Background: an optimization exercise with open tools, aiming at small area and a short achievable clock period. Do not read the settings as production practice. Only simulation tests tie the RTL to the original design; equivalence was not proved. No activity file was given, so power comes from the tool's default toggle rates.

## flow/constraint.sdc

```tcl
create_clock -name core_clock -period 15.0 [get_ports {clk}]
set_input_delay 3.0000 -clock core_clock [delete_from_list [all_inputs] [get_ports {clk}]]
set_output_delay 3.0000 -clock core_clock [all_outputs]
set_load 0.01 [all_outputs]
```

## flow/standard.sh

```bash
#!/bin/bash
# synth_recipe.tcl (not shown) runs the flow's synth.tcl, then flattens the netlist and writes it again
# the make line also repeats each setting of config.mk as NAME=value (left out here)
make -C /OpenROAD-flow-scripts/flow DESIGN_CONFIG=/design/flow/config.mk WORK_HOME=/design/flow/orfs CLKGATE_MAP_FILE= SYNTH_SCRIPT=/design/flow/synth_recipe.tcl "${@:-finish}"
```

## flow/config.mk

```make
export PLATFORM = sky130hd
export DESIGN_NAME = flt_rank_det
export DESIGN_NICKNAME = flt_rank_det
export VERILOG_FILES = /design/flow/design.v
export SDC_FILE = /design/flow/constraint.sdc
export NUM_CORES = 8
export LEC_CHECK = 0
export ABC_AREA = 1
export CAP_MARGIN = 20
export CORE_MARGIN = 2
export CORE_UTILIZATION = 58
export CTS_CLUSTER_DIAMETER = 60
export CTS_CLUSTER_SIZE = 30
export SLEW_MARGIN = 20
```

## flow/flow/run.sh

```bash
#!/bin/bash
# Standard synthesis, then the standard ORFS layout steps with:
# - port buffers of a plain buffer cell (buf_2) rather than the default,
set -euo pipefail
bash standard.sh synth > synth.log 2>&1
bash standard.sh SETUP_SLACK_MARGIN=10.6 TNS_END_PERCENT=100 \
    "BUFFER_PORTS_ARGS=-buffer_cell sky130_fd_sc_hd__buf_2" finish > layout.log 2>&1
```

## flow/design.v

```verilog
module flt_rank_det (
    input  wire        clk,
    input  wire        rst,
    input  wire        sync,
    input  wire        cfg_rank_en,
    input  wire [4:0]  cfg_win,
    input  wire [4:0]  cfg_k,
    input  wire        cfg_suppress,
    input  wire [15:0] cfg_settle_base,
    input  wire [4:0]  cfg_pk_log2,
    input  wire [4:0]  cfg_rms_log2,
    input  wire [3:0]  cfg_atk,
    input  wire [3:0]  cfg_dcy,
    input  wire        in_valid,
    input  wire [15:0] in_data,
    output reg         out_valid,
    output reg  [15:0] out_data,
    output reg         out_settling,
    output reg         env_valid,
    output wire [15:0] env,
    output reg         env_ok,
    output reg         pk_valid,
    output wire [15:0] pk,
    output wire        pk_ok,
    output reg         rms_valid,
    output wire [15:0] rms,
    output wire        rms_ok
);
    integer i;
    wire restart = rst | sync;
    wire [3:0] win_i = cfg_win[4] ? 4'd15 :
                       (cfg_win < 5'd3) ? 4'd3 :
                       cfg_win[0] ? cfg_win[3:0] : cfg_win[3:0] - 4'd1;
    wire [4:0] pk_i  = (cfg_pk_log2 < 5'd4) ? 5'd4 :
                       (cfg_pk_log2 > 5'd16) ? 5'd16 : cfg_pk_log2;
    wire [4:0] rms_i = (cfg_rms_log2 < 5'd4) ? 5'd4 :
                       (cfg_rms_log2 > 5'd16) ? 5'd16 : cfg_rms_log2;
    reg        c_rank_en;
    reg [3:0]  win;           
    reg [14:3] inw_r;         
    reg [4:0]  c_k;
    reg [3:0]  km1;           
    reg        c_sup;
    reg [4:0]  pk_n;          
    reg [4:0]  rms_n;         
    reg [3:0]  c_atk;
    reg [3:0]  c_dcy;
    always @(posedge clk) begin
        if (restart) begin
            c_rank_en <= cfg_rank_en;
            win       <= win_i;
            for (i = 3; i < 15; i = i + 1)
                inw_r[i] <= (i < win_i);
            c_k       <= cfg_k;
            c_sup     <= cfg_suppress;
            pk_n      <= pk_i;
            rms_n     <= rms_i;
            c_atk     <= cfg_atk;
            c_dcy     <= cfg_dcy;
        end
    end
    wire [14:0] inw = {inw_r, 3'b111};
    reg [15:0] xa;
    reg        va;
    reg        r1;
    always @(posedge clk) begin
        xa <= in_data;
        va <= in_valid;
        r1 <= restart;
    end
    wire bv_en = va & ~r1;
    reg [15:0] w [0:14];
    reg [14:0] vld;
    reg [3:0]  dr [1:14];     
    reg        bv;
    function cmp16;
        input [15:0] a;
        input [15:0] b;
        input        eq;
        reg   [15:0] au, bu;
        reg          c;
        integer      k;
        begin
            au = ~a; au[15] = a[15];
            bu = b;  bu[15] = ~b[15];
            c  = eq;
            for (k = 0; k < 16; k = k + 1)
                c = (au[k] & bu[k]) | (au[k] & c) | (bu[k] & c);
            cmp16 = c;
        end
    endfunction
    reg [15:0] lv;
    reg [15:0] lv_nx;
    always @* begin
        lv_nx = 16'd0;
        for (i = 1; i < 14; i = i + 2)
            if (inw[i+1] && (i == 13 || !inw[i+2]) && vld[i])
                lv_nx = w[i];
    end
    wire zx = xa[15] | (xa == 16'd0);    
    reg [13:0] cb;    
    reg [13:0] db;    
    always @* begin
        for (i = 0; i < 14; i = i + 1) begin
            cb[i] = vld[i] ? cmp16(xa, w[i], 1'b1) : zx;
            db[i] = vld[i] & cmp16(lv, w[i], 1'b0);
        end
    end
    wire [3:0] dr_x = ((win[2:1] == 2'b01) || (win[2:1] == 2'b11)) ? win : win - 4'd1;
    reg [3:0] dr0;
    always @* begin
        dr0 = dr_x;
        for (i = 1; i < 15; i = i + 1)
            if (inw[i])
                dr0 = dr0 ^ dr[i];
    end
    always @(posedge clk) begin
        bv <= bv_en;
        if (r1) begin
            vld  <= 15'd0;
            lv   <= 16'd0;
            km1  <= (c_k == 5'd0) ? 4'd0 :
                    (c_k > {1'b0, win}) ? win - 4'd1 : c_k[3:0] - 4'd1;
            for (i = 1; i < 15; i = i + 1)
                dr[i] <= i[3:0];
        end else if (bv_en) begin
            vld   <= {vld[13:0], 1'b1};
            lv    <= lv_nx;
            dr[1] <= dr0 + {3'd0, cb[0]} - {3'd0, db[0]};
            for (i = 2; i < 15; i = i + 1)
                dr[i] <= dr[i-1] + {3'd0, cb[i-1]} - {3'd0, db[i-1]};
        end
        if (bv_en) begin
            w[0] <= xa;
            for (i = 1; i < 15; i = i + 1)
                w[i] <= w[i-1];
        end
    end
    reg [15:0] y;
    reg        hit_old;
    always @* begin
        hit_old = 1'b0;
        for (i = 1; i < 15; i = i + 1)
            if (inw[i] && dr[i] == km1)
                hit_old = 1'b1;
        y = (!c_rank_en || !hit_old) ? w[0] : 16'd0;
        for (i = 1; i < 15; i = i + 1)
            if (c_rank_en && inw[i] && vld[i] && dr[i] == km1)
                y = y | w[i];
    end
    wire [14:0] ymag = out_data[15] ? (~out_data[14:0] + {14'd0, (out_data[14:0] != 15'd0)})
                                    : out_data[14:0];
    reg [15:0] scnt;          
    reg [3:0]  wcnt;          
    reg [15:0] pos;           
    reg        cv;
    reg        c_pklast;
    reg        c_rmslast;
    reg [14:0] mag;
    reg        dv;
    reg        d_settling;
    reg        d_pklast;
    reg        d_rmslast;
    wire settling_now = (scnt != 16'd0) || (wcnt != 4'd0);
    reg [15:0] pk_mask, rms_mask;
    always @* begin
        for (i = 0; i < 16; i = i + 1) begin
            pk_mask[i]  = (i < pk_n);
            rms_mask[i] = (i < rms_n);
        end
    end
    always @(posedge clk) begin
        cv        <= bv & ~r1;
        dv         <= cv & ~r1;
        mag        <= (cv & ~r1) ? ymag : 15'd0;     
        d_settling <= out_settling;
        d_pklast   <= c_pklast;
        d_rmslast  <= c_rmslast;
        out_valid <= bv & ~r1 & ~restart & ~(c_sup & settling_now);
        out_data     <= y;
        out_settling <= settling_now;
        c_pklast     <= &(pos | ~pk_mask);
        c_rmslast    <= &(pos | ~rms_mask);
        if (restart)
            scnt <= cfg_settle_base;
        else if (bv && !r1 && wcnt == 4'd0 && scnt != 16'd0)
            scnt <= scnt - 16'd1;
        if (r1) begin
            wcnt <= c_rank_en ? win - 4'd1 : 4'd0;
            pos  <= 16'd0;
        end else if (bv) begin
            if (wcnt != 4'd0)
                wcnt <= wcnt - 4'd1;
            pos <= pos + 16'd1;
        end
    end
    function gt16;
        input [15:0] a;
        input [15:0] b;
        reg   [15:0] g, e;
        integer      k, s;
        begin
            for (k = 0; k < 16; k = k + 1) begin
                g[k] = a[k] & ~b[k];
                e[k] = ~(a[k] ^ b[k]);
            end
            for (s = 1; s < 16; s = s * 2)
                for (k = 0; k < 16; k = k + 2 * s) begin
                    g[k] = g[k+s] | (e[k+s] & g[k]);
                    e[k] = e[k+s] & e[k];
                end
            gt16 = g[0];
        end
    endfunction
    reg  [15:0] e_hi;         
    reg  [14:0] e_lo;         
    reg         e_c;
    wire        rising  = gt16({mag, ~e_c}, e_hi);
    wire signed [31:0] env_d = $signed({1'b0, mag, ~e_c, 15'd0}) - $signed({1'b0, e_hi, e_lo});
    wire signed [31:0] st_a = env_d >>> c_atk;
    wire signed [31:0] st_d = env_d >>> c_dcy;
    wire [30:0] st      = rising ? st_a[30:0] : st_d[30:0];
    wire [15:0] n_lo    = {1'b0, e_lo} + {1'b0, st[14:0]};
    wire [16:0] n_hx    = {e_hi, 1'b1} + {st[30:15], e_c};    
    wire [15:0] n_hi    = n_hx[16:1];
    reg  [14:0] env_r;
    reg         env_up;       
    reg         env_ok_p;
    wire [15:0] e_top   = e_hi + {15'd0, e_c};
    assign env = {1'b0, env_r};
    reg  [14:0] pk_acc;
    reg         pk_bok;
    reg         pk_first;
    assign pk    = {1'b0, pk_acc};
    assign pk_ok = pk_bok;
    reg  [22:0] s_lo;
    reg  [22:0] s_hi;
    reg         s_c;
    reg         rms_bok;
    reg         rms_first;
    reg         rms_more;     
    reg         sq_ld;
    wire [45:0] acc_m = {rms_more ? s_hi : 23'd0,
                         rms_first ? 23'd0 : s_lo};
    wire        acc_cm = rms_more & s_c;
    wire [45:0] tr_s, tr_c;
    wire [14:0] msq = mag;                   
    wire ts1;
    wire tc2;
    assign ts1 = (msq[0] & msq[9]) ^ (msq[1] & msq[8]);
    assign tc2 = (msq[0] & msq[9]) & (msq[1] & msq[8]);
    wire ts3;
    wire tc4;
    assign ts3 = (msq[0] & msq[10]) ^ (msq[1] & msq[9]);
    assign tc4 = (msq[0] & msq[10]) & (msq[1] & msq[9]);
    wire ts5;
    wire tc6;
    assign ts5 = (msq[0] & msq[11]) ^ (msq[1] & msq[10]) ^ (msq[2] & msq[9]);
    assign tc6 = ((msq[0] & msq[11]) & (msq[1] & msq[10])) | ((msq[0] & msq[11]) & (msq[2] & msq[9])) | ((msq[1] & msq[10]) & (msq[2] & msq[9]));
    wire ts7;
    wire tc8;
    assign ts7 = (msq[3] & msq[8]) ^ (msq[4] & msq[7]);
    assign tc8 = (msq[3] & msq[8]) & (msq[4] & msq[7]);
    wire ts9;
    wire tc10;
    assign ts9 = (msq[0] & msq[12]) ^ (msq[1] & msq[11]) ^ (msq[2] & msq[10]);
    assign tc10 = ((msq[0] & msq[12]) & (msq[1] & msq[11])) | ((msq[0] & msq[12]) & (msq[2] & msq[10])) | ((msq[1] & msq[11]) & (msq[2] & msq[10]));
    wire ts11;
    wire tc12;
    assign ts11 = (msq[3] & msq[9]) ^ (msq[4] & msq[8]);
    assign tc12 = (msq[3] & msq[9]) & (msq[4] & msq[8]);
    wire ts13;
    wire tc14;
    assign ts13 = (msq[0] & msq[13]) ^ (msq[1] & msq[12]) ^ (msq[2] & msq[11]);
    assign tc14 = ((msq[0] & msq[13]) & (msq[1] & msq[12])) | ((msq[0] & msq[13]) & (msq[2] & msq[11])) | ((msq[1] & msq[12]) & (msq[2] & msq[11]));
    wire ts15;
    wire tc16;
    assign ts15 = (msq[3] & msq[10]) ^ (msq[4] & msq[9]) ^ (msq[5] & msq[8]);
    assign tc16 = ((msq[3] & msq[10]) & (msq[4] & msq[9])) | ((msq[3] & msq[10]) & (msq[5] & msq[8])) | ((msq[4] & msq[9]) & (msq[5] & msq[8]));
    wire ts17;
    wire tc18;
    assign ts17 = (msq[6] & msq[7]) ^ msq[7];
    assign tc18 = (msq[6] & msq[7]) & msq[7];
    wire ts19;
    wire tc20;
    assign ts19 = (msq[0] & msq[14]) ^ (msq[1] & msq[13]) ^ (msq[2] & msq[12]);
    assign tc20 = ((msq[0] & msq[14]) & (msq[1] & msq[13])) | ((msq[0] & msq[14]) & (msq[2] & msq[12])) | ((msq[1] & msq[13]) & (msq[2] & msq[12]));
    wire ts21;
    wire tc22;
    assign ts21 = (msq[3] & msq[11]) ^ (msq[4] & msq[10]) ^ (msq[5] & msq[9]);
    assign tc22 = ((msq[3] & msq[11]) & (msq[4] & msq[10])) | ((msq[3] & msq[11]) & (msq[5] & msq[9])) | ((msq[4] & msq[10]) & (msq[5] & msq[9]));
    wire ts23;
    wire tc24;
    assign ts23 = (msq[6] & msq[8]) ^ acc_m[15];
    assign tc24 = (msq[6] & msq[8]) & acc_m[15];
    wire ts25;
    wire tc26;
    assign ts25 = (msq[1] & msq[14]) ^ (msq[2] & msq[13]) ^ (msq[3] & msq[12]);
    assign tc26 = ((msq[1] & msq[14]) & (msq[2] & msq[13])) | ((msq[1] & msq[14]) & (msq[3] & msq[12])) | ((msq[2] & msq[13]) & (msq[3] & msq[12]));
    wire ts27;
    wire tc28;
    assign ts27 = (msq[4] & msq[11]) ^ (msq[5] & msq[10]) ^ (msq[6] & msq[9]);
    assign tc28 = ((msq[4] & msq[11]) & (msq[5] & msq[10])) | ((msq[4] & msq[11]) & (msq[6] & msq[9])) | ((msq[5] & msq[10]) & (msq[6] & msq[9]));
    wire ts29;
    wire tc30;
    assign ts29 = (msq[7] & msq[8]) ^ msq[8] ^ acc_m[16];
    assign tc30 = ((msq[7] & msq[8]) & msq[8]) | ((msq[7] & msq[8]) & acc_m[16]) | (msq[8] & acc_m[16]);
    wire ts31;
    wire tc32;
    assign ts31 = (msq[2] & msq[14]) ^ (msq[3] & msq[13]) ^ (msq[4] & msq[12]);
    assign tc32 = ((msq[2] & msq[14]) & (msq[3] & msq[13])) | ((msq[2] & msq[14]) & (msq[4] & msq[12])) | ((msq[3] & msq[13]) & (msq[4] & msq[12]));
    wire ts33;
    wire tc34;
    assign ts33 = (msq[5] & msq[11]) ^ (msq[6] & msq[10]) ^ (msq[7] & msq[9]);
    assign tc34 = ((msq[5] & msq[11]) & (msq[6] & msq[10])) | ((msq[5] & msq[11]) & (msq[7] & msq[9])) | ((msq[6] & msq[10]) & (msq[7] & msq[9]));
    wire ts35;
    wire tc36;
    assign ts35 = (msq[3] & msq[14]) ^ (msq[4] & msq[13]) ^ (msq[5] & msq[12]);
    assign tc36 = ((msq[3] & msq[14]) & (msq[4] & msq[13])) | ((msq[3] & msq[14]) & (msq[5] & msq[12])) | ((msq[4] & msq[13]) & (msq[5] & msq[12]));
    wire ts37;
    wire tc38;
    assign ts37 = (msq[6] & msq[11]) ^ (msq[7] & msq[10]) ^ (msq[8] & msq[9]);
    assign tc38 = ((msq[6] & msq[11]) & (msq[7] & msq[10])) | ((msq[6] & msq[11]) & (msq[8] & msq[9])) | ((msq[7] & msq[10]) & (msq[8] & msq[9]));
    wire ts39;
    wire tc40;
    assign ts39 = (msq[4] & msq[14]) ^ (msq[5] & msq[13]) ^ (msq[6] & msq[12]);
    assign tc40 = ((msq[4] & msq[14]) & (msq[5] & msq[13])) | ((msq[4] & msq[14]) & (msq[6] & msq[12])) | ((msq[5] & msq[13]) & (msq[6] & msq[12]));
    wire ts41;
    wire tc42;
    assign ts41 = (msq[5] & msq[14]) ^ (msq[6] & msq[13]) ^ (msq[7] & msq[12]);
    assign tc42 = ((msq[5] & msq[14]) & (msq[6] & msq[13])) | ((msq[5] & msq[14]) & (msq[7] & msq[12])) | ((msq[6] & msq[13]) & (msq[7] & msq[12]));
    wire ts43;
    wire tc44;
    assign ts43 = (msq[0] & msq[5]) ^ (msq[1] & msq[4]);
    assign tc44 = (msq[0] & msq[5]) & (msq[1] & msq[4]);
    wire ts45;
    wire tc46;
    assign ts45 = (msq[0] & msq[6]) ^ (msq[1] & msq[5]);
    assign tc46 = (msq[0] & msq[6]) & (msq[1] & msq[5]);
    wire ts47;
    wire tc48;
    assign ts47 = (msq[0] & msq[7]) ^ (msq[1] & msq[6]) ^ (msq[2] & msq[5]);
    assign tc48 = ((msq[0] & msq[7]) & (msq[1] & msq[6])) | ((msq[0] & msq[7]) & (msq[2] & msq[5])) | ((msq[1] & msq[6]) & (msq[2] & msq[5]));
    wire ts49;
    wire tc50;
    assign ts49 = (msq[3] & msq[4]) ^ msq[4];
    assign tc50 = (msq[3] & msq[4]) & msq[4];
    wire ts51;
    wire tc52;
    assign ts51 = (msq[0] & msq[8]) ^ (msq[1] & msq[7]) ^ (msq[2] & msq[6]);
    assign tc52 = ((msq[0] & msq[8]) & (msq[1] & msq[7])) | ((msq[0] & msq[8]) & (msq[2] & msq[6])) | ((msq[1] & msq[7]) & (msq[2] & msq[6]));
    wire ts53;
    wire tc54;
    assign ts53 = (msq[3] & msq[5]) ^ acc_m[9];
    assign tc54 = (msq[3] & msq[5]) & acc_m[9];
    wire ts55;
    wire tc56;
    assign ts55 = ts1 ^ (msq[2] & msq[7]) ^ (msq[3] & msq[6]);
    assign tc56 = (ts1 & (msq[2] & msq[7])) | (ts1 & (msq[3] & msq[6])) | ((msq[2] & msq[7]) & (msq[3] & msq[6]));
    wire ts57;
    wire tc58;
    assign ts57 = (msq[4] & msq[5]) ^ msq[5] ^ acc_m[10];
    assign tc58 = ((msq[4] & msq[5]) & msq[5]) | ((msq[4] & msq[5]) & acc_m[10]) | (msq[5] & acc_m[10]);
    wire ts59;
    wire tc60;
    assign ts59 = tc2 ^ ts3 ^ (msq[2] & msq[8]);
    assign tc60 = (tc2 & ts3) | (tc2 & (msq[2] & msq[8])) | (ts3 & (msq[2] & msq[8]));
    wire ts61;
    wire tc62;
    assign ts61 = (msq[3] & msq[7]) ^ (msq[4] & msq[6]) ^ acc_m[11];
    assign tc62 = ((msq[3] & msq[7]) & (msq[4] & msq[6])) | ((msq[3] & msq[7]) & acc_m[11]) | ((msq[4] & msq[6]) & acc_m[11]);
    wire ts63;
    wire tc64;
    assign ts63 = tc4 ^ ts5 ^ ts7;
    assign tc64 = (tc4 & ts5) | (tc4 & ts7) | (ts5 & ts7);
    wire ts65;
    wire tc66;
    assign ts65 = (msq[5] & msq[6]) ^ msq[6] ^ acc_m[12];
    assign tc66 = ((msq[5] & msq[6]) & msq[6]) | ((msq[5] & msq[6]) & acc_m[12]) | (msq[6] & acc_m[12]);
    wire ts67;
    wire tc68;
    assign ts67 = tc6 ^ tc8 ^ ts9;
    assign tc68 = (tc6 & tc8) | (tc6 & ts9) | (tc8 & ts9);
    wire ts69;
    wire tc70;
    assign ts69 = ts11 ^ (msq[5] & msq[7]) ^ acc_m[13];
    assign tc70 = (ts11 & (msq[5] & msq[7])) | (ts11 & acc_m[13]) | ((msq[5] & msq[7]) & acc_m[13]);
    wire ts71;
    wire tc72;
    assign ts71 = tc10 ^ tc12 ^ ts13;
    assign tc72 = (tc10 & tc12) | (tc10 & ts13) | (tc12 & ts13);
    wire ts73;
    wire tc74;
    assign ts73 = ts15 ^ ts17 ^ acc_m[14];
    assign tc74 = (ts15 & ts17) | (ts15 & acc_m[14]) | (ts17 & acc_m[14]);
    wire ts75;
    wire tc76;
    assign ts75 = tc14 ^ tc16 ^ tc18;
    assign tc76 = (tc14 & tc16) | (tc14 & tc18) | (tc16 & tc18);
    wire ts77;
    wire tc78;
    assign ts77 = ts19 ^ ts21 ^ ts23;
    assign tc78 = (ts19 & ts21) | (ts19 & ts23) | (ts21 & ts23);
    wire ts79;
    wire tc80;
    assign ts79 = tc20 ^ tc22 ^ tc24;
    assign tc80 = (tc20 & tc22) | (tc20 & tc24) | (tc22 & tc24);
    wire ts81;
    wire tc82;
    assign ts81 = ts25 ^ ts27 ^ ts29;
    assign tc82 = (ts25 & ts27) | (ts25 & ts29) | (ts27 & ts29);
    wire ts83;
    wire tc84;
    assign ts83 = tc26 ^ tc28 ^ tc30;
    assign tc84 = (tc26 & tc28) | (tc26 & tc30) | (tc28 & tc30);
    wire ts85;
    wire tc86;
    assign ts85 = ts31 ^ ts33 ^ acc_m[17];
    assign tc86 = (ts31 & ts33) | (ts31 & acc_m[17]) | (ts33 & acc_m[17]);
    wire ts87;
    wire tc88;
    assign ts87 = tc32 ^ tc34 ^ ts35;
    assign tc88 = (tc32 & tc34) | (tc32 & ts35) | (tc34 & ts35);
    wire ts89;
    wire tc90;
    assign ts89 = ts37 ^ msq[9] ^ acc_m[18];
    assign tc90 = (ts37 & msq[9]) | (ts37 & acc_m[18]) | (msq[9] & acc_m[18]);
    wire ts91;
    wire tc92;
    assign ts91 = tc36 ^ tc38 ^ ts39;
    assign tc92 = (tc36 & tc38) | (tc36 & ts39) | (tc38 & ts39);
    wire ts93;
    wire tc94;
    assign ts93 = (msq[7] & msq[11]) ^ (msq[8] & msq[10]) ^ acc_m[19];
    assign tc94 = ((msq[7] & msq[11]) & (msq[8] & msq[10])) | ((msq[7] & msq[11]) & acc_m[19]) | ((msq[8] & msq[10]) & acc_m[19]);
    wire ts95;
    wire tc96;
    assign ts95 = tc40 ^ ts41 ^ (msq[8] & msq[11]);
    assign tc96 = (tc40 & ts41) | (tc40 & (msq[8] & msq[11])) | (ts41 & (msq[8] & msq[11]));
    wire ts97;
    wire tc98;
    assign ts97 = (msq[9] & msq[10]) ^ msq[10] ^ acc_m[20];
    assign tc98 = ((msq[9] & msq[10]) & msq[10]) | ((msq[9] & msq[10]) & acc_m[20]) | (msq[10] & acc_m[20]);
    wire ts99;
    wire tc100;
    assign ts99 = tc42 ^ (msq[6] & msq[14]) ^ (msq[7] & msq[13]);
    assign tc100 = (tc42 & (msq[6] & msq[14])) | (tc42 & (msq[7] & msq[13])) | ((msq[6] & msq[14]) & (msq[7] & msq[13]));
    wire ts101;
    wire tc102;
    assign ts101 = (msq[8] & msq[12]) ^ (msq[9] & msq[11]) ^ acc_m[21];
    assign tc102 = ((msq[8] & msq[12]) & (msq[9] & msq[11])) | ((msq[8] & msq[12]) & acc_m[21]) | ((msq[9] & msq[11]) & acc_m[21]);
    wire ts103;
    wire tc104;
    assign ts103 = (msq[7] & msq[14]) ^ (msq[8] & msq[13]) ^ (msq[9] & msq[12]);
    assign tc104 = ((msq[7] & msq[14]) & (msq[8] & msq[13])) | ((msq[7] & msq[14]) & (msq[9] & msq[12])) | ((msq[8] & msq[13]) & (msq[9] & msq[12]));
    wire ts105;
    wire tc106;
    assign ts105 = (msq[10] & msq[11]) ^ msq[11] ^ acc_m[22];
    assign tc106 = ((msq[10] & msq[11]) & msq[11]) | ((msq[10] & msq[11]) & acc_m[22]) | (msq[11] & acc_m[22]);
    wire ts107;
    wire tc108;
    assign ts107 = (msq[8] & msq[14]) ^ (msq[9] & msq[13]) ^ (msq[10] & msq[12]);
    assign tc108 = ((msq[8] & msq[14]) & (msq[9] & msq[13])) | ((msq[8] & msq[14]) & (msq[10] & msq[12])) | ((msq[9] & msq[13]) & (msq[10] & msq[12]));
    wire ts109;
    wire tc110;
    assign ts109 = acc_m[23] ^ acc_cm;
    assign tc110 = acc_m[23] & acc_cm;
    wire ts111;
    wire tc112;
    assign ts111 = (msq[9] & msq[14]) ^ (msq[10] & msq[13]) ^ (msq[11] & msq[12]);
    assign tc112 = ((msq[9] & msq[14]) & (msq[10] & msq[13])) | ((msq[9] & msq[14]) & (msq[11] & msq[12])) | ((msq[10] & msq[13]) & (msq[11] & msq[12]));
    wire ts113;
    wire tc114;
    assign ts113 = msq[12] ^ acc_m[24];
    assign tc114 = msq[12] & acc_m[24];
    wire ts115;
    wire tc116;
    assign ts115 = (msq[10] & msq[14]) ^ (msq[11] & msq[13]);
    assign tc116 = (msq[10] & msq[14]) & (msq[11] & msq[13]);
    wire ts117;
    wire tc118;
    assign ts117 = (msq[11] & msq[14]) ^ (msq[12] & msq[13]);
    assign tc118 = (msq[11] & msq[14]) & (msq[12] & msq[13]);
    wire ts119;
    wire tc120;
    assign ts119 = (msq[0] & msq[3]) ^ (msq[1] & msq[2]);
    assign tc120 = (msq[0] & msq[3]) & (msq[1] & msq[2]);
    wire ts121;
    wire tc122;
    assign ts121 = (msq[0] & msq[4]) ^ (msq[1] & msq[3]);
    assign tc122 = (msq[0] & msq[4]) & (msq[1] & msq[3]);
    wire ts123;
    wire tc124;
    assign ts123 = ts43 ^ (msq[2] & msq[3]) ^ msq[3];
    assign tc124 = (ts43 & (msq[2] & msq[3])) | (ts43 & msq[3]) | ((msq[2] & msq[3]) & msq[3]);
    wire ts125;
    wire tc126;
    assign ts125 = tc44 ^ ts45 ^ (msq[2] & msq[4]);
    assign tc126 = (tc44 & ts45) | (tc44 & (msq[2] & msq[4])) | (ts45 & (msq[2] & msq[4]));
    wire ts127;
    wire tc128;
    assign ts127 = tc46 ^ ts47 ^ ts49;
    assign tc128 = (tc46 & ts47) | (tc46 & ts49) | (ts47 & ts49);
    wire ts129;
    wire tc130;
    assign ts129 = tc48 ^ tc50 ^ ts51;
    assign tc130 = (tc48 & tc50) | (tc48 & ts51) | (tc50 & ts51);
    wire ts131;
    wire tc132;
    assign ts131 = tc52 ^ tc54 ^ ts55;
    assign tc132 = (tc52 & tc54) | (tc52 & ts55) | (tc54 & ts55);
    wire ts133;
    wire tc134;
    assign ts133 = tc56 ^ tc58 ^ ts59;
    assign tc134 = (tc56 & tc58) | (tc56 & ts59) | (tc58 & ts59);
    wire ts135;
    wire tc136;
    assign ts135 = tc60 ^ tc62 ^ ts63;
    assign tc136 = (tc60 & tc62) | (tc60 & ts63) | (tc62 & ts63);
    wire ts137;
    wire tc138;
    assign ts137 = tc64 ^ tc66 ^ ts67;
    assign tc138 = (tc64 & tc66) | (tc64 & ts67) | (tc66 & ts67);
    wire ts139;
    wire tc140;
    assign ts139 = tc68 ^ tc70 ^ ts71;
    assign tc140 = (tc68 & tc70) | (tc68 & ts71) | (tc70 & ts71);
    wire ts141;
    wire tc142;
    assign ts141 = tc72 ^ tc74 ^ ts75;
    assign tc142 = (tc72 & tc74) | (tc72 & ts75) | (tc74 & ts75);
    wire ts143;
    wire tc144;
    assign ts143 = tc76 ^ tc78 ^ ts79;
    assign tc144 = (tc76 & tc78) | (tc76 & ts79) | (tc78 & ts79);
    wire ts145;
    wire tc146;
    assign ts145 = tc80 ^ tc82 ^ ts83;
    assign tc146 = (tc80 & tc82) | (tc80 & ts83) | (tc82 & ts83);
    wire ts147;
    wire tc148;
    assign ts147 = tc84 ^ tc86 ^ ts87;
    assign tc148 = (tc84 & tc86) | (tc84 & ts87) | (tc86 & ts87);
    wire ts149;
    wire tc150;
    assign ts149 = tc88 ^ tc90 ^ ts91;
    assign tc150 = (tc88 & tc90) | (tc88 & ts91) | (tc90 & ts91);
    wire ts151;
    wire tc152;
    assign ts151 = tc92 ^ tc94 ^ ts95;
    assign tc152 = (tc92 & tc94) | (tc92 & ts95) | (tc94 & ts95);
    wire ts153;
    wire tc154;
    assign ts153 = tc96 ^ tc98 ^ ts99;
    assign tc154 = (tc96 & tc98) | (tc96 & ts99) | (tc98 & ts99);
    wire ts155;
    wire tc156;
    assign ts155 = tc100 ^ tc102 ^ ts103;
    assign tc156 = (tc100 & tc102) | (tc100 & ts103) | (tc102 & ts103);
    wire ts157;
    wire tc158;
    assign ts157 = tc104 ^ tc106 ^ ts107;
    assign tc158 = (tc104 & tc106) | (tc104 & ts107) | (tc106 & ts107);
    wire ts159;
    wire tc160;
    assign ts159 = tc108 ^ tc110 ^ ts111;
    assign tc160 = (tc108 & tc110) | (tc108 & ts111) | (tc110 & ts111);
    wire ts161;
    wire tc162;
    assign ts161 = tc112 ^ tc114 ^ ts115;
    assign tc162 = (tc112 & tc114) | (tc112 & ts115) | (tc114 & ts115);
    wire ts163;
    wire tc164;
    assign ts163 = tc116 ^ ts117 ^ msq[13];
    assign tc164 = (tc116 & ts117) | (tc116 & msq[13]) | (ts117 & msq[13]);
    wire ts165;
    wire tc166;
    assign ts165 = tc118 ^ (msq[12] & msq[14]);
    assign tc166 = tc118 & (msq[12] & msq[14]);
    wire ts167;
    wire tc168;
    assign ts167 = (msq[13] & msq[14]) ^ msq[14];
    assign tc168 = (msq[13] & msq[14]) & msq[14];
    wire ts169;
    wire tc170;
    assign ts169 = (msq[0] & msq[1]) ^ msq[1];
    assign tc170 = (msq[0] & msq[1]) & msq[1];
    wire ts171;
    wire tc172;
    assign ts171 = (msq[0] & msq[2]) ^ acc_m[3];
    assign tc172 = (msq[0] & msq[2]) & acc_m[3];
    wire ts173;
    wire tc174;
    assign ts173 = ts119 ^ msq[2] ^ acc_m[4];
    assign tc174 = (ts119 & msq[2]) | (ts119 & acc_m[4]) | (msq[2] & acc_m[4]);
    wire ts175;
    wire tc176;
    assign ts175 = tc120 ^ ts121 ^ acc_m[5];
    assign tc176 = (tc120 & ts121) | (tc120 & acc_m[5]) | (ts121 & acc_m[5]);
    wire ts177;
    wire tc178;
    assign ts177 = tc122 ^ ts123 ^ acc_m[6];
    assign tc178 = (tc122 & ts123) | (tc122 & acc_m[6]) | (ts123 & acc_m[6]);
    wire ts179;
    wire tc180;
    assign ts179 = tc124 ^ ts125 ^ acc_m[7];
    assign tc180 = (tc124 & ts125) | (tc124 & acc_m[7]) | (ts125 & acc_m[7]);
    wire ts181;
    wire tc182;
    assign ts181 = tc126 ^ ts127 ^ acc_m[8];
    assign tc182 = (tc126 & ts127) | (tc126 & acc_m[8]) | (ts127 & acc_m[8]);
    wire ts183;
    wire tc184;
    assign ts183 = tc128 ^ ts129 ^ ts53;
    assign tc184 = (tc128 & ts129) | (tc128 & ts53) | (ts129 & ts53);
    wire ts185;
    wire tc186;
    assign ts185 = tc130 ^ ts131 ^ ts57;
    assign tc186 = (tc130 & ts131) | (tc130 & ts57) | (ts131 & ts57);
    wire ts187;
    wire tc188;
    assign ts187 = tc132 ^ ts133 ^ ts61;
    assign tc188 = (tc132 & ts133) | (tc132 & ts61) | (ts133 & ts61);
    wire ts189;
    wire tc190;
    assign ts189 = tc134 ^ ts135 ^ ts65;
    assign tc190 = (tc134 & ts135) | (tc134 & ts65) | (ts135 & ts65);
    wire ts191;
    wire tc192;
    assign ts191 = tc136 ^ ts137 ^ ts69;
    assign tc192 = (tc136 & ts137) | (tc136 & ts69) | (ts137 & ts69);
    wire ts193;
    wire tc194;
    assign ts193 = tc138 ^ ts139 ^ ts73;
    assign tc194 = (tc138 & ts139) | (tc138 & ts73) | (ts139 & ts73);
    wire ts195;
    wire tc196;
    assign ts195 = tc140 ^ ts141 ^ ts77;
    assign tc196 = (tc140 & ts141) | (tc140 & ts77) | (ts141 & ts77);
    wire ts197;
    wire tc198;
    assign ts197 = tc142 ^ ts143 ^ ts81;
    assign tc198 = (tc142 & ts143) | (tc142 & ts81) | (ts143 & ts81);
    wire ts199;
    wire tc200;
    assign ts199 = tc144 ^ ts145 ^ ts85;
    assign tc200 = (tc144 & ts145) | (tc144 & ts85) | (ts145 & ts85);
    wire ts201;
    wire tc202;
    assign ts201 = tc146 ^ ts147 ^ ts89;
    assign tc202 = (tc146 & ts147) | (tc146 & ts89) | (ts147 & ts89);
    wire ts203;
    wire tc204;
    assign ts203 = tc148 ^ ts149 ^ ts93;
    assign tc204 = (tc148 & ts149) | (tc148 & ts93) | (ts149 & ts93);
    wire ts205;
    wire tc206;
    assign ts205 = tc150 ^ ts151 ^ ts97;
    assign tc206 = (tc150 & ts151) | (tc150 & ts97) | (ts151 & ts97);
    wire ts207;
    wire tc208;
    assign ts207 = tc152 ^ ts153 ^ ts101;
    assign tc208 = (tc152 & ts153) | (tc152 & ts101) | (ts153 & ts101);
    wire ts209;
    wire tc210;
    assign ts209 = tc154 ^ ts155 ^ ts105;
    assign tc210 = (tc154 & ts155) | (tc154 & ts105) | (ts155 & ts105);
    wire ts211;
    wire tc212;
    assign ts211 = tc156 ^ ts157 ^ ts109;
    assign tc212 = (tc156 & ts157) | (tc156 & ts109) | (ts157 & ts109);
    wire ts213;
    wire tc214;
    assign ts213 = tc158 ^ ts159 ^ ts113;
    assign tc214 = (tc158 & ts159) | (tc158 & ts113) | (ts159 & ts113);
    wire ts215;
    wire tc216;
    assign ts215 = tc160 ^ ts161 ^ acc_m[25];
    assign tc216 = (tc160 & ts161) | (tc160 & acc_m[25]) | (ts161 & acc_m[25]);
    wire ts217;
    wire tc218;
    assign ts217 = tc162 ^ ts163 ^ acc_m[26];
    assign tc218 = (tc162 & ts163) | (tc162 & acc_m[26]) | (ts163 & acc_m[26]);
    wire ts219;
    wire tc220;
    assign ts219 = tc164 ^ ts165 ^ acc_m[27];
    assign tc220 = (tc164 & ts165) | (tc164 & acc_m[27]) | (ts165 & acc_m[27]);
    wire ts221;
    wire tc222;
    assign ts221 = tc166 ^ ts167 ^ acc_m[28];
    assign tc222 = (tc166 & ts167) | (tc166 & acc_m[28]) | (ts167 & acc_m[28]);
    wire ts223;
    wire tc224;
    assign ts223 = tc168 ^ acc_m[29];
    assign tc224 = tc168 & acc_m[29];
    assign tr_s = {acc_m[45], acc_m[44], acc_m[43], acc_m[42], acc_m[41], acc_m[40], acc_m[39], acc_m[38], acc_m[37], acc_m[36], acc_m[35], acc_m[34], acc_m[33], acc_m[32], acc_m[31], tc224, tc222, tc220, tc218, tc216, tc214, tc212, tc210, tc208, tc206, tc204, tc202, tc200, tc198, tc196, tc194, tc192, tc190, tc188, tc186, tc184, tc182, tc180, tc178, tc176, tc174, tc172, tc170, ts169, acc_m[1], msq[0]};
    assign tr_c = {1'b0, 1'b0, 1'b0, 1'b0, 1'b0, 1'b0, 1'b0, 1'b0, 1'b0, 1'b0, 1'b0, 1'b0, 1'b0, 1'b0, 1'b0, acc_m[30], ts223, ts221, ts219, ts217, ts215, ts213, ts211, ts209, ts207, ts205, ts203, ts201, ts199, ts197, ts195, ts193, ts191, ts189, ts187, ts185, ts183, ts181, ts179, ts177, ts175, ts173, ts171, acc_m[2], 1'b0, acc_m[0]};
    always @(posedge clk) begin
        {s_c, s_lo} <= {1'b0, tr_s[22:0]} + {1'b0, tr_c[22:0]};
        s_hi        <= tr_s[45:23] + tr_c[45:23];
        env_up    <= dv & ~r1;
        env_valid <= env_up & ~r1 & ~restart;
        env_r     <= e_top[15:1];
        env_ok    <= env_ok_p;
        pk_valid  <= dv & d_pklast & ~r1 & ~restart;
        sq_ld     <= dv & d_rmslast & ~r1;
        if (r1) begin
            e_hi      <= 16'd1;
            e_lo      <= 15'd0;
            e_c       <= 1'b0;
            pk_first  <= 1'b1;
            rms_first <= 1'b1;
            rms_more  <= 1'b0;
        end else if (dv) begin
            e_hi      <= n_hi;
            e_lo      <= n_lo[14:0];
            e_c       <= n_lo[15];
            env_ok_p  <= !d_settling;
            pk_first  <= d_pklast;
            rms_first <= d_rmslast;
            rms_more  <= !d_rmslast;
            if (pk_first || mag > pk_acc)
                pk_acc <= mag;
            if (pk_first)
                pk_bok <= !d_settling;
            if (rms_first)
                rms_bok <= !d_settling;
        end
    end
    wire [45:0] sum_acc = {s_hi + {22'd0, s_c}, s_lo};
    reg  [43:0] sq_a;
    reg  [4:0]  sq_jm1;       
    always @* begin
        if (rms_n == 5'd4) begin
            sq_a   = {sum_acc[33:2], 12'd0};
            sq_jm1 = 5'd15;
        end else if (rms_n[0]) begin
            sq_a   = {1'b0, sum_acc[45:3]};
            sq_jm1 = 5'd23 - rms_n[4:1];           
        end else begin
            sq_a   = sum_acc[45:2];
            sq_jm1 = 5'd23 - rms_n[4:1];           
        end
    end
    reg  [43:0] sq_op;
    reg  [15:0] sq_root;
    reg  [15:0] sq_rem;
    reg  [4:0]  sq_cnt;
    reg         sq_ok;
    wire [17:0] sq_rem_t = {sq_rem, sq_op[43:42]};
    wire [17:0] sq_trial = {sq_root, 2'b01};
    wire [18:0] sq_diff  = {1'b0, sq_rem_t} - {1'b0, sq_trial};
    wire        sq_take  = !sq_diff[18];
    wire        sq_take0 = sq_a[43] | sq_a[42];
    assign rms    = sq_root;
    assign rms_ok = sq_ok;
    always @(posedge clk) begin
        rms_valid <= (sq_cnt == 5'd1) & ~r1 & ~restart;
        if (r1) begin
            sq_cnt <= 5'd0;
        end else if (sq_ld) begin
            sq_cnt <= sq_jm1;
            sq_ok  <= rms_bok;
        end else if (sq_cnt != 5'd0) begin
            sq_cnt <= sq_cnt - 5'd1;
        end
        if (sq_ld) begin
            sq_op   <= {sq_a[41:0], 2'b00};
            sq_root <= {15'd0, sq_take0};
            sq_rem  <= {14'd0, sq_a[43:42] - {1'b0, sq_take0}};
        end else begin
            sq_op   <= {sq_op[41:0], 2'b00};
            sq_rem  <= sq_take ? sq_diff[15:0] : sq_rem_t[15:0];
            if (sq_cnt == 5'd1)
                sq_root <= sq_root + {15'd0, sq_take};
            else
                sq_root <= {sq_root[14:0], sq_take};
        end
    end
endmodule
```

==> results_dict.tcl, run 1 <==
set metrics [dict create \
    status "complete, no violations" \
    synth_most_common_cell "nand2_1" \
    p_leak_nw 24.2 \
    ys_types 67 \
    ios 138 \
    synthAdderAreaFrac_pct 10.3 \
    synth_commonest_cells "nand2_1 (1232), inv_1 (1109), o22ai_1 (427)" \
    ys_ff_latch 660 \
    critPathArrivalTime_ns 1.41 \
    rsz0062_at_grt "true" \
    post-dp-hpwl_um 107000 \
    place_inst 6909 \
    grt_pass1_vias 39300 \
    report.final.slew_viol_count 0 \
    dr.pass1.iters 9 \
    die_h_um 282 \
    synth_seq_area_share_pct 36.5 \
    ir_drop_mv 0.115 \
    synth_top_area_share_pct 21.1 \
    critPathLaunchType "flip-flop" \
    synth_compound_area_share_pct 17.6 \
    synth_edf_count 316 \
    clockBufferDepth 3 \
    cts_made_buffers 69 \
    cts_tree "built" \
    drt_iter0_drc 4746 \
    gp_congestion 0.992 \
    finalHoldViolations 0 \
    antenna_found_initial 2 \
    grtUsageTotal_pct 36.4 \
    final_antenna_net_count 0 \
    ys.flop_type "dfxtp_1" \
    finalCritPeriodShare_pct 29.4 \
    postSynthAreaPerCell_um2 7.58 \
    critical_path.endpoint_type "output pin" \
    setup_viol 0 \
    cp_top_family "flip-flops" \
    finalCriticalPeriod_ns 4.41 \
    clk_pin_slew_ns 0.07 \
    core_area_um2 77100 \
    worstMarginPinSlew_ns 1.10 \
    hp-class "flip-flop to flip-flop" \
    io_buffers 135 \
    power_density_nw_per_um2 106 \
    crit_fanout 4 \
    fin_cells 7160 \
    nets 6435 \
    fill_cells 6826 \
    avgViaCountPerCell 5.90 \
    start_util_pct 58.2 \
    grt_pass1_wl_um 224000 \
    fin_tns_setup_ns 0 \
    crit_path_cell_trace "buf_2" \
    async_flop_share_pct 0 \
    insertion_delay_ns 0.65 \
    yosys.area.top_type "edfxtp_1" \
    cts_root_buffer "clkbuf_16" \
    synth_area_leaders "edfxtp_1 (21%), dfxtp_1 (15%), nand2_1 (10%), inv_1 (9.3%), o22ai_1 (6.0%)" \
    relSlewSlack_pct 26.5 \
    path_class "flip-flop to output pin" \
    netlist_instances 5920 \
    crit_buf_inv 1 \
    synth-xor-area-share_pct 5.97 \
    required_ns 12.00 \
    vias 42200 \
    syn_to_final_growth_pct 14.1 \
    cts_num_sinks 660 \
    overflow 0 \
    drive_above_1_share_pct 12.3 \
    synth_area_um2 44900 \
    synth_top_family_by_area "simple AND/OR/NAND/NOR gates" \
    fin_skew_ns 0.0382 \
    die-width_um 282 \
    drc 0 \
    max_freq_mhz 227 \
    yosys.area_share.simple_pct 17.8 \
    die-area_um2 79600 \
    wl_per_cell_um 20.8 \
    slowest_stage "dfxtp_1" \
    fp-row-count 102 \
    rrSetupSlack_ns 10.62 \
    synthMuxAreaShare_pct 0.201 \
    htreeDepth 3 \
    yosysWarnings 4 \
    drt-total-wl_um 149000 \
    drv_cap 0 \
    max_stage_delay_ns 0.56 \
    grt_max_degree 130 \
]
[final cells by class]
cell class              instances  area (µm²)  area share (%)
clock inverters                50         628            1.23
inverters                    1129        4310            8.41
well taps                    1040        1300            2.54
clock buffers                  76        1830            3.57
flip-flops and latches        660       16500            32.2
repair inverters                3        27.5          0.0538
multi-input cells            3900       24500            47.8
repair buffers                299        2160            4.22
diodes                          3        7.51          0.0147
[through the flow]
step	instance area (µm²)	utilization, %	hold WS, ns	setup slack [ns]	total power [mW]
2_1_floorplan	44900	-	0.310	10.60	3.14
3_3_place_gp	46300	60.1	0.312	9.12	3.49
3_5_place_dp	46300	60.1	0.314	9.00	3.51
4_1_cts	49700	64.5	0.331	10.59	5.40
5_1_grt	51200	66.4	0.334	10.41	5.73
6_report	51200	66.4	0.330	10.59	5.45
[logic make-up (layout without fill, tap and decap cells)]
| kind of cell | Yosys count | in the layout |
|---|---|---|
| other cells | 1 | 5 |
| xor+xnor | 306 | 306 |
| mux | 9 | 9 |
| buf+inv | 1363 | 1557 |
| fa+ha+maj | 307 | 307 |
| compound gates | 1332 | 1333 |
| flops | 660 | 660 |
| simple gates | 1942 | 1943 |
[path summary, 6_finish.rpt]
path	from	endpoint	depth (start not counted)
worst min-delay path	c_pklast	d_pklast	0
worst max-delay path	out_data[11]	out_data[11]	1
worst max register to register	mag[12]	s_hi[20]	20
worst min register to register	c_pklast	d_pklast	0
[registers in the layout, indices dropped and copies added, names as in the netlist, 23 cells and up]
| name | cells |
|---|---|
| s_lo | 23 |
| sq_op | 42 |
| dr | 56 |
| s_hi | 23 |
| w | 240 |
[layer usage]
layer	vias to the layer above	wire length (µm)	GRT usage [%]
li1	19900	-	-
met1	19800	59800	48.2
met2	2149	66900	57.6
met3	409	15200	7.33
met4	2	6970	16.0
met5	-	11	0
[cells in the final DEF, fill, tap and decap left out, drive strengths merged, types with 4 or more instances in the layout]
cell | netlist | layout
nand2 | 1243 | 1244
a21o | 6 | 6
dfxtp | 344 | 344
nand3 | 225 | 225
a21oi | 333 | 333
buf | 54 | 294
xnor2 | 86 | 86
edfxtp | 316 | 316
o21ai | 338 | 339
o2111ai | 7 | 7
o211ai | 30 | 30
inv | 1119 | 1148
xor2 | 220 | 220
o21bai | 27 | 27
fa | 102 | 102
nor4 | 26 | 26
a311oi | 4 | 4
a211oi | 24 | 24
nor3 | 57 | 57
clkbuf | 180 | 80
o221ai | 44 | 44
or2 | 10 | 10
clkinvlp | 0 | 9
o21a | 6 | 6
o31ai | 7 | 7
o22ai | 427 | 427
a2111oi | 6 | 6
clkinv | 10 | 25
a22oi | 13 | 13
nor3b | 6 | 6
a31oi | 26 | 26
nor2 | 344 | 344
nand3b | 4 | 4
mux2i | 9 | 9
a221oi | 22 | 22
nand4 | 21 | 21
ha | 205 | 205
a21boi | 5 | 5
[report_power, final]
| group | leakage, nW | internal, mW | switching (mW) |
|---|---|---|---|
| Sequential | 5.77 | 2.00 | 0.152 |
| Clock | 1.19 | 0.955 | 0.910 |
| Combinational | 17.3 | 0.539 | 0.896 |
[timing repair]
| action | in CTS | in global routing |
|---|---|---|
| setup endpoints to repair | 56 | 43 |
| gates cloned | 3 | 6 |
| pin swaps | 28 | 81 |
| buffers inserted | 46 | 67 |
| resized for setup | 146 | 230 |
| hold buffers | 0 | 0 |
==> run 2: changes to the inputs <==
--- a/flow/design.v
+++ b/flow/design.v
@@ -157,6 +157,7 @@
     reg        c_pklast;
     reg        c_rmslast;
     reg [14:0] mag;
+    reg [14:0] mag_sqn;       
     reg        dv;
     reg        d_settling;
     reg        d_pklast;
@@ -173,6 +174,7 @@
         cv        <= bv & ~r1;
         dv         <= cv & ~r1;
         mag        <= (cv & ~r1) ? ymag : 15'd0;     
+        mag_sqn    <= (cv & ~r1) ? ~ymag : 15'h7fff;
         d_settling <= out_settling;
         d_pklast   <= c_pklast;
         d_rmslast  <= c_rmslast;
@@ -244,7 +246,7 @@
                          rms_first ? 23'd0 : s_lo};
     wire        acc_cm = rms_more & s_c;
     wire [45:0] tr_s, tr_c;
-    wire [14:0] msq = mag;                   
+    wire [14:0] msq = ~mag_sqn;              
     wire ts1;
     wire tc2;
     assign ts1 = (msq[0] & msq[9]) ^ (msq[1] & msq[8]);
==> flow/flow/run.sh (replaced) <==
#!/bin/bash
# Standard synthesis, then the standard ORFS layout steps with:
# - port buffers of a plain buffer cell (buf_2) rather than the default,
set -euo pipefail
bash standard.sh synth > synth.log 2>&1
bash standard.sh SETUP_SLACK_MARGIN=10.7 TNS_END_PERCENT=100 \
    "BUFFER_PORTS_ARGS=-buffer_cell sky130_fd_sc_hd__buf_2" finish > layout.log 2>&1
==> run 2 against run 1 <==
  * Largest power group unchanged
  * Global-route usage decreased by 0.72 points
  * Fmax increased by 2.5%
  * Setup slack improved by 0.11 ns
  * Clock-buffer cell count decreased by 1
  * Largest cell class unchanged
  * Core utilization about the same
  * Combinational power increased by 3%
  * Worst hold slack improved by 0.0024 ns
  * Sequential share of layout area increased by 0.67 points
  * Synthesized cell count decreased by 0.78%
  * First-iteration DRC count increased by 5.7%
  * Total power increased by 0.13%
  * Critical path depth increased by 29
  * Still clean on timing, DRC and antenna
==> results_dict.tcl, run 2 <==
set metrics [dict create \
    placed_cell_area_um2 46400 \
    postSynthAreaPerCell_um2 7.66 \
    ys_ff_latch 675 \
    yosysWarnings 4 \
    grt_pass1_wl_um 221000 \
    relSlewSlack_pct 17.6 \
    synth_commonest_cells "nand2_1 (1114), inv_1 (1017), o22ai_1 (481)" \
    place_inst 6863 \
    cp_top_family "simple AND/OR/NAND/NOR gates" \
    max_stage_delay_ns 0.38 \
    synth_edf_count 316 \
    cts_root_buffer "clkbuf_16" \
    final_cell_mix "nand2_1 (1070), inv_1 (985), o22ai_1 (481), nor2_1 (428), edfxtp_1 (316)" \
    final_common_cell "nand2_1" \
    report.final.slew_viol_count 0 \
    crit_fanout 9 \
    core_area_um2 77100 \
    regMostFlops "w" \
    drt-total-wl_um 148000 \
    final_antenna_net_count 0 \
    nets 6403 \
    fin_util_pct 66.5 \
    slowest_stage "ha_2" \
    diodes 0 \
    io_buffers 135 \
    hp-class "flip-flop to flip-flop" \
    drc 0 \
    post-dp-hpwl_um 105000 \
    die-width_um 283 \
    ios 138 \
    async_flop_share_pct 0 \
    cts_made_buffers 66 \
    clockBufferDepth 3 \
    clk_pin_slew_ns 0.08 \
    grt_pass1_vias 39100 \
    path_class "flip-flop to flip-flop" \
    min_path_cells 0 \
    cp_common_cell "nand2_1" \
    worst_slack_ns 10.69 \
    avgViaCountPerCell 5.93 \
    die_h_um 283 \
    drt_iter0_drc 5016 \
    syn_to_final_growth_pct 13.8 \
    synth_area_um2 45000 \
    largest_reg_flops 240 \
    finalCritPeriodShare_pct 28.7 \
    insertion_delay_ns 0.63 \
    worstMarginPinSlew_ns 1.23 \
    synth_most_common_cell "nand2_1" \
    reg2regPathDepth 30 \
    ys.flop_type "dfxtp_1" \
    crit_buf_inv 8 \
    wl_per_cell_um 20.7 \
    synth_area_leaders "edfxtp_1 (21%), dfxtp_1 (16%), nand2_1 (9.3%), inv_1 (8.5%), o22ai_1 (6.7%)" \
    grt_max_degree 166 \
    cts_num_sinks 675 \
    ys_types 77 \
    crit_cells 30 \
    vias 42200 \
    fin_cells 7124 \
    netlist_instances 5874 \
    status "complete, no violations" \
    design_area_um2 51200 \
    synth_top_area_share_pct 21.1 \
    required_ns 15.52 \
    gp_congestion 0.952 \
    htreeDepth 3 \
    fp-row-count 102 \
    rsz0062_at_grt "true" \
    reg.largest.list "w: 240 flops, dr: 56 flops, sq_op: 42 flops" \
    postCtsHoldBufs 0 \
    max_freq_mhz 232 \
    fin_tns_setup_ns 0 \
    ir_drop_mv 0.100 \
    synth_seq_area_share_pct 37.1 \
    setup_viol 0 \
    die-area_um2 79800 \
    drive_above_1_share_pct 12.9 \
    finalHoldViolations 0 \
    finalCriticalPeriod_ns 4.31 \
    power_density_nw_per_um2 107 \
    critPathArrivalTime_ns 4.83 \
    dp_slack_ns 9.13 \
    drv_cap 0 \
    critical_path.endpoint_type "flip-flop" \
    critPathLaunchType "flip-flop" \
    antenna_found_initial 5 \
    p_leak_nw 23.7 \
    dr.pass1.iters 6 \
    fin_skew_ns 0.0337 \
    start_util_pct 58.4 \
    cts_tree "built" \
    overflow 0 \
    grtUsageTotal_pct 35.6 \
    yosys.area.top_type "edfxtp_1" \
]
-- run 2: final cells by class --
type | instances | area [µm²]
multi-input cells | 3927 | 24500
clock inverters | 47 | 598
clock buffers | 75 | 1760
flip-flops and latches | 675 | 16800
fillers | 6772 | 25900
well taps | 1040 | 1300
repair buffers | 312 | 2200
inverters | 1043 | 4020
repair inverters | 5 | 38.8
-- run 2: cell families (layout without fill, tap and decap cells) --
group / after synthesis / in the layout / share of synthesized area (%)
compound gates: 1350 / 1352 / 17.7
xor+xnor: 302 / 302 / 5.88
fa+ha+maj: 307 / 307 / 10.2
buf+inv: 1277 / 1482 / 10.9
flops: 675 / 675 / 37.1
mux: 5 / 5 / 0.111
other cells: 1 / 2 / 0.00833
simple gates: 1957 / 1959 / 18.1
-- run 2: worst reg2reg max path, delay by kind of cell, from the launching register on --
family / cells / cell delay [ns]
compound gates: 3 / 0.49
fa+ha+maj: 2 / 0.63
buf+inv: 8 / 0.91
flops: 1 / 0.37
simple gates: 17 / 1.80
-- run 2: routing by layer --
| layer | global-route usage (%) | vias up | part of all wire [%] |
|---|---|---|---|
| met5 | 0 | - | 0.0081 |
| met4 | 14.7 | 2 | 4.5 |
| met3 | 6.68 | 452 | 9.8 |
| met2 | 56.4 | 2206 | 45 |
| met1 | 48.0 | 19700 | 41 |
| li1 | - | 19900 | - |
-- run 2: final timing paths --
kind,startpoint,to,slack [ns]
setup / recovery,e_hi[12],e_hi[15],10.69
hold / removal,c_pklast,d_pklast,0.33
setup reg to reg,e_hi[12],e_hi[15],10.69
hold reg to reg,c_pklast,d_pklast,0.33
-- run 2: what timing repair did --
action | 4_1_cts | 5_1_grt
buffers inserted | 40 | 89
cloned | 7 | 3
pin swaps | 21 | 77
endpoints found under the hold margin | 0 | 0
endpoints found under the setup margin | 60 | 69
resized for setup | 140 | 251
-- run 2: metrics by stage --
step	total power [mW]	hold WS [ns]
5_1_grt	5.72	0.346
3_5_place_dp	3.54	0.314
6_report	5.46	0.333
3_3_place_gp	3.52	0.310
2_1_floorplan	3.19	0.310
4_1_cts	5.40	0.337
-- run 2: power breakdown --
part	internal (mW)	total (mW)	switching [mW]
sequential	2.04	2.17	0.130
combinational	0.567	1.47	0.899
clock	0.954	1.82	0.870
==> run 3: changes to the inputs <==
--- a/flow/design.v
+++ b/flow/design.v
@@ -89,23 +89,7 @@
             cmp16 = c;
         end
     endfunction
-    reg [15:0] lv;
-    reg [15:0] lv_nx;
-    always @* begin
-        lv_nx = 16'd0;
-        for (i = 1; i < 14; i = i + 2)
-            if (inw[i+1] && (i == 13 || !inw[i+2]) && vld[i])
-                lv_nx = w[i];
-    end
     wire zx = xa[15] | (xa == 16'd0);    
-    reg [13:0] cb;    
-    reg [13:0] db;    
-    always @* begin
-        for (i = 0; i < 14; i = i + 1) begin
-            cb[i] = vld[i] ? cmp16(xa, w[i], 1'b1) : zx;
-            db[i] = vld[i] & cmp16(lv, w[i], 1'b0);
-        end
-    end
     wire [3:0] dr_x = ((win[2:1] == 2'b01) || (win[2:1] == 2'b11)) ? win : win - 4'd1;
     reg [3:0] dr0;
     always @* begin
@@ -114,18 +98,31 @@
             if (inw[i])
                 dr0 = dr0 ^ dr[i];
     end
+    reg [3:0] dr_l;
+    always @* begin
+        dr_l = 4'd0;
+        for (i = 2; i < 15; i = i + 2)
+            if (inw[i] && (i == 14 || !inw[i+1]))
+                dr_l = dr[i];
+    end
+    reg [13:0] cb;    
+    reg [13:0] db;    
+    always @* begin
+        for (i = 0; i < 14; i = i + 1) begin
+            cb[i] = vld[i] ? cmp16(xa, w[i], 1'b1) : zx;
+            db[i] = ((i == 0) ? dr0 : dr[i]) > dr_l;
+        end
+    end
     always @(posedge clk) begin
         bv <= bv_en;
         if (r1) begin
             vld  <= 15'd0;
-            lv   <= 16'd0;
             km1  <= (c_k == 5'd0) ? 4'd0 :
                     (c_k > {1'b0, win}) ? win - 4'd1 : c_k[3:0] - 4'd1;
             for (i = 1; i < 15; i = i + 1)
                 dr[i] <= i[3:0];
         end else if (bv_en) begin
             vld   <= {vld[13:0], 1'b1};
-            lv    <= lv_nx;
             dr[1] <= dr0 + {3'd0, cb[0]} - {3'd0, db[0]};
             for (i = 2; i < 15; i = i + 1)
                 dr[i] <= dr[i-1] + {3'd0, cb[i-1]} - {3'd0, db[i-1]};
@@ -157,7 +154,6 @@
     reg        c_pklast;
     reg        c_rmslast;
     reg [14:0] mag;
-    reg [14:0] mag_sqn;       
     reg        dv;
     reg        d_settling;
     reg        d_pklast;
@@ -174,7 +170,6 @@
         cv        <= bv & ~r1;
         dv         <= cv & ~r1;
         mag        <= (cv & ~r1) ? ymag : 15'd0;     
-        mag_sqn    <= (cv & ~r1) ? ~ymag : 15'h7fff;
         d_settling <= out_settling;
         d_pklast   <= c_pklast;
         d_rmslast  <= c_rmslast;
@@ -246,7 +241,7 @@
                          rms_first ? 23'd0 : s_lo};
     wire        acc_cm = rms_more & s_c;
     wire [45:0] tr_s, tr_c;
-    wire [14:0] msq = ~mag_sqn;              
+    wire [14:0] msq = mag;                   
     wire ts1;
     wire tc2;
     assign ts1 = (msq[0] & msq[9]) ^ (msq[1] & msq[8]);
==> flow/flow/run.sh (replaced) <==
#!/bin/bash
# Standard synthesis, then the standard ORFS layout steps with:
# - port buffers of a plain buffer cell (buf_2) rather than the default,
set -euo pipefail
bash standard.sh synth > synth.log 2>&1
bash standard.sh SETUP_SLACK_MARGIN=10.6 TNS_END_PERCENT=100 \
    "BUFFER_PORTS_ARGS=-buffer_cell sky130_fd_sc_hd__buf_2" finish > layout.log 2>&1
==> run 3 against run 2 <==
  * Fmax shrank 4.6%
  * Design area down 7.1%
  * First-iteration DRC count decreased by 25%
  * Register-to-register slack worse by 0.21 ns
  * Combinational power increased by 16%
  * Sequential cell count down 31
  * Area after synthesis shrank 7.4%
  * Worst hold slack improved by 0.012 ns
  * Non-clock buffer count fell by 16
  * Global-route usage down 2.2 points
  * Largest cell class unchanged
==> results_dict.tcl, run 3 <==
set metrics [dict create \
    synth_area_um2 41700 \
    core_area_um2 71400 \
    ir_drop_mv 0.138 \
    relSlewSlack_pct 28.8 \
    postCtsHoldBufs 0 \
    grt_pass1_vias 34100 \
    power_density_nw_per_um2 114 \
    insertion_delay_ns 0.68 \
    htreeDepth 2 \
    yosys.area.top_type "edfxtp_1" \
    fill_cells 6134 \
    cts_root_buffer "clkbuf_16" \
    critPathArrivalTime_ns 5.05 \
    yosys.area_share.simple_pct 17.2 \
    max_stage_delay_ns 0.52 \
    gp_congestion 0.947 \
    fp-row-count 98 \
    setup_viol 0 \
    reg.largest.list "w: 240 flops, dr: 56 flops, sq_op: 42 flops" \
    crit_fanout 6 \
    crit_path_cell_trace "buf_12 -> nand2_4 -> inv_2 -> fa_2 -> fa_2 -> fa_2 -> fa_1 -> ha_4 -> inv_4 -> fa_2 -> o21ai_2 -> nand2_1 -> nand2_2 -> nand3_2 -> nand2_2 -> nand3_4 -> nor3_4 -> nand3_2 -> nor3_4 -> buf_4 -> buf_4 -> nand2_1 -> xor2_1" \
    cts_tree "built" \
    finalCriticalPeriod_ns 4.51 \
    synth_top_area_share_pct 22.8 \
    grt_pass1_wl_um 194000 \
    netlist_instances 5177 \
    die-width_um 272 \
    required_ns 15.53 \
    yosysWarnings 4 \
    postSynthAreaPerCell_um2 8.05 \
    status "complete, no violations" \
    synth_top_family_by_area "simple AND/OR/NAND/NOR gates" \
    clockBufferDepth 3 \
    avgViaCountPerCell 5.75 \
    synth_commonest_cells "nand2_1 (1032), inv_1 (900), dfxtp_1 (328)" \
    grtUsageTotal_pct 33.4 \
    p_int_mw 3.41 \
    critical_path.endpoint_type "flip-flop" \
    syn_to_final_growth_pct 14.2 \
    drv_cap 0 \
    pwr-share-comb_pct 31.3 \
    power_switching_mw 2.01 \
    multi_input_area_um2 22600 \
    report.final.slew_viol_count 0 \
    die-area_um2 74000 \
    synth-xor-area-share_pct 6.30 \
    drc 0 \
    finalCritPeriodShare_pct 30.1 \
    fin_tns_setup_ns 0 \
    fin_cells 6362 \
    rsz0062_at_grt "true" \
    vias 36600 \
    cts_made_buffers 55 \
    synth_most_common_cell "nand2_1" \
    slowest_stage "fa_1" \
    antenna_found_initial 3 \
    synth_seq_area_share_pct 38.5 \
    synthMuxAreaShare_pct 0.216 \
    post-dp-hpwl_um 91500 \
    largest_reg_flops 240 \
    cts_num_sinks 644 \
    synthAdderAreaFrac_pct 12.7 \
    fin_skew_ns 0.0412 \
    clk_pin_slew_ns 0.08 \
    place_inst 6137 \
    critPathLaunchType "flip-flop" \
    cp_common_cell "fa_2" \
    swShare_pct 37.0 \
    worstMarginPinSlew_ns 1.07 \
    drive_above_1_share_pct 12.7 \
    hp-class "flip-flop to flip-flop" \
    ys_types 74 \
    final_antenna_net_count 0 \
    drt_iter0_drc 3756 \
    clock_power_share_pct 29.5 \
    synth_area_leaders "edfxtp_1 (23%), dfxtp_1 (16%), nand2_1 (9.3%), inv_1 (8.1%), ha_1 (7.8%)" \
    wl_per_cell_um 20.0 \
    io_buffers 135 \
    dr.pass1.iters 6 \
    synth_edf_count 316 \
    p_seq_share_pct 39.2 \
    drt-total-wl_um 127000 \
    synth_compound_area_share_pct 15.0 \
    regMostFlops "w" \
    final_common_cell "nand2_1" \
    start_util_pct 58.4 \
    regArea_um2 16200 \
    grt_max_degree 86 \
    ys.flop_type "dfxtp_1" \
    final_cell_mix "nand2_1 (997), inv_1 (883), edfxtp_1 (316), nor2_1 (293), dfxtp_1 (286)" \
    p_leak_nw 22.6 \
    path_class "flip-flop to flip-flop" \
    ys_ff_latch 644 \
    max_freq_mhz 222 \
    ios 138 \
    async_flop_share_pct 0 \
    finalHoldViolations 0 \
    overflow 0 \
    nets 5793 \
    die_h_um 272 \
]
-- run 3: cell types whose count changed in the layout (fill, tap and decap cells not counted), sizes merged, moves of 55 or more --
cell and delta:
nor2 -139, ha +56, inv -108, o22ai -260, nand2 -85, o21ai -55
-- run 3: kinds of logic (layout without fill, tap and decap cells) --
family	after synthesis	count (layout)
AND/OR/NAND/NOR	1721	1724
buffers and inverters	1098	1328
AO/OA/AOI/OAI	1041	1041
flip-flops	644	644
adder cells (fa/ha/maj)	363	363
XOR/XNOR	300	300
multiplexers	9	9
other	1	3
-- run 3: final cells by class --
| type | instances | area share, % |
|---|---|---|
| Sequential cell | 644 | 33.9 |
| Multi-Input combinational cell | 3439 | 47.4 |
| Antenna cell | 1 | 0.00526 |
| Inverter | 927 | 7.39 |
| Timing Repair inverter | 1 | 0.0237 |
| Clock inverter | 47 | 1.25 |
| Clock buffer | 57 | 2.95 |
| Tap cell | 950 | 2.50 |
| Timing Repair Buffer | 296 | 4.53 |
-- run 3: power groups by stage --
| stage | registers (mW) | clock network (mW) | logic [mW] |
|---|---|---|---|
| global placement | 2.16 | 0 | 1.57 |
| floorplan | 2.10 | 0 | 1.22 |
| detailed placement | 2.16 | 0 | 1.59 |
| global route | 2.14 | 1.68 | 1.92 |
| finish | 2.13 | 1.60 | 1.70 |
| CTS | 2.12 | 1.61 | 1.64 |
-- run 3: per-stage QoR --
step                      worst slack [ns]  hold slack (ns)  util [%]  cell area, µm²  power, mW
after floorplan                      10.64            0.310         -           41800       3.32
after global routing                 10.32            0.355      66.7           47600       5.74
final                                10.49            0.345      66.7           47600       5.42
after detailed placement              9.16            0.315      60.6           43200       3.75
after global placement                9.23            0.312      60.6           43200       3.73
after CTS                            10.53            0.344      64.7           46200       5.38
-- run 3: timing repair --
item | CTS | global route
pin swaps | 33 | 66
buffers inserted | 41 | 70
setup endpoints to repair | 67 | 66
cloned | 4 | 4
resized for setup | 139 | 196
-- run 3: metal layers --
layer  global-route usage [%]  wire length [µm]  share of wire (%)
met5                        0                11             0.0086
met4                     12.8              4830                3.8
met3                     4.49              9480                7.4
met2                     54.1             58800                 46
met1                     45.7             54300                 43
-- run 3: worst max-delay path, delay by kind of cell (launching register included) --
kind                     cells  cell delay, ns
AO/OA/AOI/OAI                1            0.19
XOR/XNOR                     1            0.14
adder cells (fa/ha/maj)      6            2.18
buffers and inverters        5            0.47
flip-flops                   1            0.36
AND/OR/NAND/NOR             10            1.06
-- run 3: path summary, 6_finish.rpt --
kind,from,slack (ns),cells past startpoint,end
worst max-delay path,mag[12],10.49,23,s_hi[18]
worst min-delay path,env_ok_p,0.35,0,env_ok
worst max register to register,mag[12],10.49,23,s_hi[18]
worst min register to register,env_ok_p,0.35,0,env_ok

afterwards: timing with drivers on the ports:
Ports are ideal in the flow. The routed layouts listed here were re-timed in OpenROAD. Step 1 assumes that a clkbuf_16 drives the clock port and a buf_2 every other input. Step 2 times the ports against the registers' clock, not the clock port: input delays grow and output delays shrink by t, the midpoint of the rising clock arrivals with the driver on. Slacks: ideal / step 1 / step 2; pairs: ideal / step 1.
run | shift t [ns] | slack for setup (ns) | worst setup path after step 2 | latest minus earliest clock arrival (ns) | worst data-port slew with drivers (ns)
run 1 | 0.700 | 10.587 / 10.518 / 10.379 | input to register | 0.041 / 0.041 | 0.07
run 2 | 0.688 | 10.695 / 10.646 / 10.640 | input to register | 0.034 / 0.034 | 0.13
run 3 | 0.725 | 10.486 / 10.486 / 10.285 | input to register | 0.045 / 0.044 | 0.14
After both steps every run listed still meets setup and hold. The setup slack of run 1, which loses most, moves by -0.069 ns with the drivers and by -0.208 ns with both steps.
